This design comes from an exercise in tuning for small area, a short achievable clock period and few clock cycles on the open sky130 flow, not from production work. Function was checked by simulation only, so behaviour that the tests miss may differ from the original. Power and IR drop assume default switching activity.

## flow/config.mk

```make
export PLATFORM = sky130hd
export DESIGN_NAME = ang_track
export DESIGN_NICKNAME = ang_track
export VERILOG_FILES = /design/flow/design.v
export SDC_FILE = /design/flow/constraint.sdc
export NUM_CORES = 4
export LEC_CHECK = 0
export CAP_MARGIN = 20
export CORE_MARGIN = 2
export CORE_UTILIZATION = 40
export SLEW_MARGIN = 20
```

## flow/run.sh

```bash
#!/bin/bash
# synth_recipe.tcl (not shown) runs the flow's synth.tcl, then flattens the netlist and writes it again
# the make line also repeats each setting of config.mk as NAME=value (left out here)
make -C /OpenROAD-flow-scripts/flow DESIGN_CONFIG=/design/flow/config.mk WORK_HOME=/design/flow/orfs CLKGATE_MAP_FILE= SYNTH_SCRIPT=/design/flow/synth_recipe.tcl finish
```

## flow/constraint.sdc

```tcl
create_clock -name core_clock -period 10.0 [get_ports {clk}]
set_input_delay 2.0000 -clock core_clock [delete_from_list [all_inputs] [get_ports {clk}]]
set_output_delay 2.0000 -clock core_clock [all_outputs]
set_load 0.01 [all_outputs]
```

## flow/design.v

```verilog
module ang_track (
    input  wire        clk,
    input  wire        rst,             
    input  wire        load,
    input  wire [63:0] load_angle,
    input  wire [63:0] load_speed,
    input  wire [47:0] load_t,
    input  wire [15:0] load_k,
    input  wire [15:0] cfg_ppr,
    input  wire [3:0]  cfg_kp,
    input  wire [3:0]  cfg_ks,
    input  wire        cmd_valid,
    output wire        cmd_ready,
    input  wire        cmd_epoch,       
    input  wire [47:0] cmd_t,
    output reg         res_valid,
    output reg  [63:0] res_angle,
    output reg  [31:0] res_speed
);
    localparam [3:0] S_IDLE = 4'd0,
                     S_MUL  = 4'd1,
                     S_PRED = 4'd2,
                     S_DIVA = 4'd3,
                     S_DIVB = 4'd4,
                     S_DIVC = 4'd5,
                     S_UPD  = 4'd6;
    reg [63:0] theta;       
    reg [63:0] spd;         
    reg [47:0] tt;          
    reg [15:0] k;           
    reg [63:0] base;        
    reg [63:0] pub;         
    reg [15:0] ppr;
    reg [3:0]  kp;
    reg [3:0]  ks;
    reg [3:0]   state;
    reg         c_epoch;
    reg [47:0]  c_t;
    reg [6:0]   cnt;
    reg [64:0]  m_hi;       
    reg [47:0]  m_lo;       
    reg [63:0]  pred;
    reg [63:0]  meas;
    reg [15:0]  kn;
    reg [63:0]  bn;
    reg [63:0]  d_num;      
    reg [47:0]  d_den;
    reg [47:0]  d_rem;
    reg [63:0]  d_quo;
    assign cmd_ready = (state == S_IDLE);
    wire        accept = cmd_valid && cmd_ready;
    wire [64:0] m_sum  = m_hi + (m_lo[0] ? {1'b0, spd} : 65'd0);
    wire [48:0] d_shift = {d_rem[47:0], d_num[63]};
    wire [49:0] d_diff  = {1'b0, d_shift} - {2'b00, d_den};
    wire        d_fit   = !d_diff[49];
    wire [63:0] est     = theta + {m_hi[31:0], m_lo[47:16]};    
    wire [64:0] q_minus = {1'b0, d_quo} - {spd[63], spd};
    wire [64:0] q_step  = $signed(q_minus) >>> ks;    
    wire [63:0] spd_new = spd + q_step[63:0];
    wire [63:0] diff    = meas - pred;
    wire [63:0] t_step  = $signed(diff) >>> kp;
    always @(posedge clk) begin
        if (rst) begin
            state     <= S_IDLE;
            res_valid <= 1'b0;
        end else begin
            res_valid <= 1'b0;
            case (state)
                S_IDLE: begin
                    if (load) begin
                        theta <= load_angle;
                        pub   <= load_angle;
                        spd   <= load_speed;
                        tt    <= load_t;
                        k     <= load_k;
                        base  <= {load_angle[63:48], 48'd0};
                        ppr   <= cfg_ppr;
                        kp    <= cfg_kp;
                        ks    <= cfg_ks;
                    end else if (accept) begin
                        c_epoch <= cmd_epoch;
                        c_t     <= cmd_t;
                        state   <= S_MUL;
                        cnt     <= 7'd0;
                        m_hi    <= 65'd0;
                        m_lo    <= cmd_t - tt;
                    end
                end
                S_MUL: begin
                    m_hi <= {1'b0, m_sum[64:1]};
                    m_lo <= {m_sum[0], m_lo[47:1]};
                    cnt  <= cnt + 7'd1;
                    if (cnt == 7'd47)
                        state <= S_PRED;
                end
                S_PRED: begin
                    pred <= est;
                    if (c_epoch) begin
                        if (est > pub)
                            pub <= est;
                        res_valid <= 1'b1;
                        res_angle <= (est > pub) ? est : pub;
                        res_speed <= spd[47:16];
                        state     <= S_IDLE;
                    end else begin
                        if (k + 16'd1 < ppr) begin
                            kn    <= k + 16'd1;
                            bn    <= base;
                            d_num <= {k + 16'd1, 48'd0};
                        end else begin
                            kn    <= 16'd0;
                            bn    <= base + 64'h0001_0000_0000_0000;
                            d_num <= 64'd0;
                        end
                        d_den <= {32'd0, ppr};
                        d_rem <= 48'd0;
                        d_quo <= 64'd0;
                        cnt   <= 7'd0;
                        state <= S_DIVA;
                    end
                end
                S_DIVA, S_DIVB, S_DIVC: begin
                    d_rem <= d_fit ? d_diff[47:0] : d_shift[47:0];
                    d_quo <= {d_quo[62:0], d_fit};
                    d_num <= {d_num[62:0], 1'b0};
                    cnt   <= cnt + 7'd1;
                    if (cnt == 7'd63) begin
                        cnt   <= 7'd0;
                        d_rem <= 48'd0;
                        if (state == S_DIVA) begin
                            meas  <= bn + {d_quo[62:0], d_fit};
                            d_num <= 64'h0001_0000_0000_0000;
                            d_den <= {32'd0, ppr};
                            state <= S_DIVB;
                        end else if (state == S_DIVB) begin
                            d_num <= {d_quo[46:0], d_fit, 16'd0};
                            d_den <= c_t - tt;
                            state <= S_DIVC;
                        end else begin
                            state <= S_UPD;
                        end
                    end
                end
                S_UPD: begin
                    spd       <= spd_new;
                    theta     <= pred + t_step;
                    tt        <= c_t;
                    k         <= kn;
                    base      <= bn;
                    res_valid <= 1'b1;
                    res_angle <= pred + t_step;
                    res_speed <= spd_new[47:16];
                    state     <= S_IDLE;
                end
                default: state <= S_IDLE;
            endcase
        end
    end
endmodule
```

==> results.json <==
{
  "holdBufCountCts": 0,
  "drcViolationCount": 0,
  "synth_edf_count": 1024,
  "setup_viol_count_final": 0,
  "grt_max_degree": 106,
  "fillers": 19785,
  "clock_path_buffers": 3,
  "post_cts_resized": 0,
  "fin_crit_sh_pct": 80.3,
  "cp.arrival_ns": 8.55,
  "hold_viol": 0,
  "ios": 367,
  "pwr-share-seq_pct": 38.0,
  "nets": 10184,
  "synthArstFlopShare_pct": 0,
  "fin_setup_tns_ns": 0,
  "detail-route-antenna-nets": 0,
  "place_area_mm2": 0.0883,
  "ys_ff_latch": 1028,
  "grt_busiest_layer": "met2",
  "place_congestion": 1.01,
  "vias": 70900,
  "netlist_top_cells_area": "edfxtp_1 (37%), ha_1 (10%), a21oi_1 (5.4%)",
  "gr-usage-met1_pct": 37.4,
  "netlist_instances": 9071,
  "routedWlPerCell_um": 24.0,
  "syn_area_mm2": 0.0821,
  "yosys_most_used_dff": "edfxtp_1",
  "final_cells": 12033,
  "grt_pass1_vias": 67864,
  "grt_antenna_before_repair": 17,
  "fmax_ghz": 0.124,
  "rows": 166,
  "min_from": "base[34]",
  "worstSetupStartpointType": "flip-flop",
  "period_minus_slack_ns": 8.03,
  "worstSetupEndpointType": "flip-flop",
  "combPwrFrac_pct": 25.2,
  "avgSynthCellArea_um2": 9.05,
  "cts_buffers": 130,
  "gr-usage-met3_pct": 3.23,
  "coreArea_mm2": 0.204,
  "cap_violations": 0,
  "grt-ovfl-total": 0,
  "grtUsageMet2_pct": 42.3,
  "postSynthNetCount": 10022,
  "clkSinkCount": 1028,
  "reg2reg_depth": 21,
  "ys_seq_area_share_pct": 37.5,
  "synth_area_leader_cell": "edfxtp_1",
  "slew_viol_final": 0,
  "leakage_nw": 38.3,
  "internal_power_mw": 9.05,
  "status": "complete, no violations",
  "insertion_delay_ns": 0.80,
  "die_width_um": 457,
  "final_cell_area_mm2": 0.0927,
  "netlist.area_leader.share_pct": 37.4,
  "root_buffer": "clkbuf_16",
  "ir_drop_mv": 0.181,
  "required_ns": 10.52,
  "hold_class": "reg2reg",
  "grt_use_total_pct": 26.5,
  "grt_pass1_wl_um": 427000,
  "yosys_warnings": 1,
  "port_buffers": 366,
  "drtIter0Drc": 6905,
  "wirelength_um": 288000,
  "syn2layout_area_growth_pct": 12.9,
  "relSlewSlack_pct": 26.5,
  "first_pass_iters": 6,
  "r2r_setup_slack_ns": 1.97,
  "synth.most_common_cell": "nand2_1",
  "fp.dieH_um": 457,
  "r2r-start": "m_lo[24]",
  "cp_max_fo": 48,
  "ys_types": 111,
  "viasPerCell": 5.89,
  "netSwitchingPower_mw": 4.26,
  "post_cts_buffers": 0,
  "placedCellCount": 11789,
  "power_density_mw_per_mm2": 144,
  "min_to": "bn[34]",
  "htree_levels": 4,
  "grt_setup_unrepaired": "no",
  "dp.final_hpwl_um": 228000,
  "dieArea_mm2": 0.209,
  "synthTopCellsByCount": "nand2_1 (1163), edfxtp_1 (1024), a21oi_1 (884)",
  "drive_gt1_share_pct": 5.11,
  "switching_share_pct": 32.0,
  "cts_tree": "built",
  "worst_slew_pin_slew_ns": 1.09,
  "clk_pin_slew_ns": 0.06,
  "min_path_cells": 0,
  "critical_path_class": "reg2reg",
  "clock_power_share_pct": 36.8,
  "skew_ns": 0.0304,
  "start_util_pct": 40.2,
  "reg2reg_to": "pub[12]"
}
power by group through the flow:
stage	Sequential, mW	Clock, mW	Combinational (mW)
after floorplan	5.11	0	2.26
after CTS	5.06	4.99	3.32
after detailed placement	5.15	0	3.30
after global routing	5.07	5.15	3.65
final	5.06	4.89	3.36
after global placement	5.14	0	3.29
cell type report:
type | count | area, µm² | share of cell area [%]
multi-input combinational | 7125 | 48000 | 51.7
antenna | 10 | 25.0 | 0.0270
sequential | 1028 | 30800 | 33.2
inverter | 508 | 1910 | 2.06
clock inverter | 91 | 1060 | 1.15
tap | 2688 | 3360 | 3.63
clock buffer | 143 | 3300 | 3.56
timing repair buffer | 440 | 4270 | 4.60
critical path: stages, from the launching register on:
cell and delay [ns]:
edfxtp_1 0.43, ha_1 0.41, and4_1 0.27, o2111a_1 0.18
o21ai_0 0.19, a21o_1 0.31, a2111oi_2 0.57, o22ai_1 0.37
o31ai_2 0.84, a21o_1 0.25, a31oi_1 0.10, a211oi_1 0.46
ha_1 0.23, nand4_1 0.21, or4_1 0.69, nor4_1 0.47
and3_1 0.25, nor2b_1 0.16, o22a_4 0.48, buf_12 0.35
mux2i_1 0.30, o21ai_0 0.11
worst max path at each step:
stage | startpoint | to | slack [ns]
2_1_floorplan | rst | base[0] | 0.57
3_3_place_gp | m_lo[24] | pub[15] | 2.14
3_5_place_dp | m_lo[24] | pub[7] | 1.99
4_1_cts | m_lo[24] | pub[3] | 1.95
5_1_grt | d_quo[0] | spd[62] | 1.53
6_report | m_lo[24] | pub[12] | 1.97
cells by family after synthesis:
kind of cell | Yosys count | share of synthesized area [%]
xor gates and xnor gates | 552 | 5.94
DFF | 1028 | 37.5
AOI/OAI and AO/OA | 2657 | 20.5
muxes | 387 | 5.31
buffers and inverters | 918 | 4.24
and+or+nand+nor | 2847 | 16.0
adders and majority gates | 682 | 10.5
through the flow:
stage	util, %	power, mW	worst slack, ns	hold WS (ns)
floorplan	-	7.36	0.573	0.400
finish	45.4	13.3	1.97	0.412
global route	45.4	13.9	1.53	0.422
detailed placement	43.2	8.45	1.99	0.405
global placement	43.2	8.43	2.14	0.400
CTS	45.4	13.4	1.95	0.418
sequential cells by signal, indices dropped and copies added (netlist names), 7 cells and up:
register   flops
spd           64
cnt            7
c_t           48
kn            16
m_lo          48
res_angle     64
m_hi          64
base          64
pub           64
tt            48
theta         64
d_rem         48
ppr           16
pred          64
res_speed     32
meas          64
k             16
d_num         48
d_den         48
bn            64
d_quo         64
metal layers:
layer	part of all wire (%)	vias up	wire length, µm
met3	5.8	410	16600
li1	-	33515	-
met1	46	34583	132000
met5	0.0083	-	24
met4	3.3	4	9560
met2	45	2388	130000
cell usage in the layout, fill, tap and decap left out, types with 76 or more instances in the layout:
master / instances
nor2_1: 630
xor2_1: 224
o21a_1: 88
inv_1: 500
nand2_1: 1162
clkbuf_16: 130
o21ai_0: 562
nor3_1: 120
nand2b_1: 82
and2_1: 165
ha_1: 672
and3_1: 76
nand4_1: 163
nor2b_1: 142
o21bai_1: 107
a21oi_1: 881
nand3_1: 140
xnor2_1: 323
clkdlybuf4s50_1: 366
a21o_1: 387
edfxtp_1: 1024
mux2i_1: 310
Testbench counts, summed over its fixed seeds: cycles 734,918.

[separate check: timing with driven ports]
No port has a modelled driver above. Below, the same layout with a new extraction and two added sets of constraints.
Step 1 (the two cells are an assumption about what drives the block):
set clk [get_ports {clk}]
set_driving_cell -lib_cell sky130_fd_sc_hd__clkbuf_16 $clk
set_driving_cell -lib_cell sky130_fd_sc_hd__buf_2 [delete_from_list [all_inputs] $clk]
Step 2 moves the port delays by t, midway between the first and last clock arrival at a register: inputs arrive t later, outputs are due t later. That takes back most of the time a late clock gives input paths.
Three values: ideal ports, drivers, drivers and shift; two values: the first two.
t (ns): 0.877
setup WS [ns]: 1.968 / 1.968 / 1.968
hold WS [ns]: 0.412 / 0.412 / 0.412
latest minus earliest clock arrival (ns): 0.031 / 0.031
worst register clock-pin slew, ns: 0.07 / 0.07
After both steps setup and hold are still met in this run. For this run, drivers alone change the setup slack by 0.000 ns; drivers and shift together by 0.000 ns.
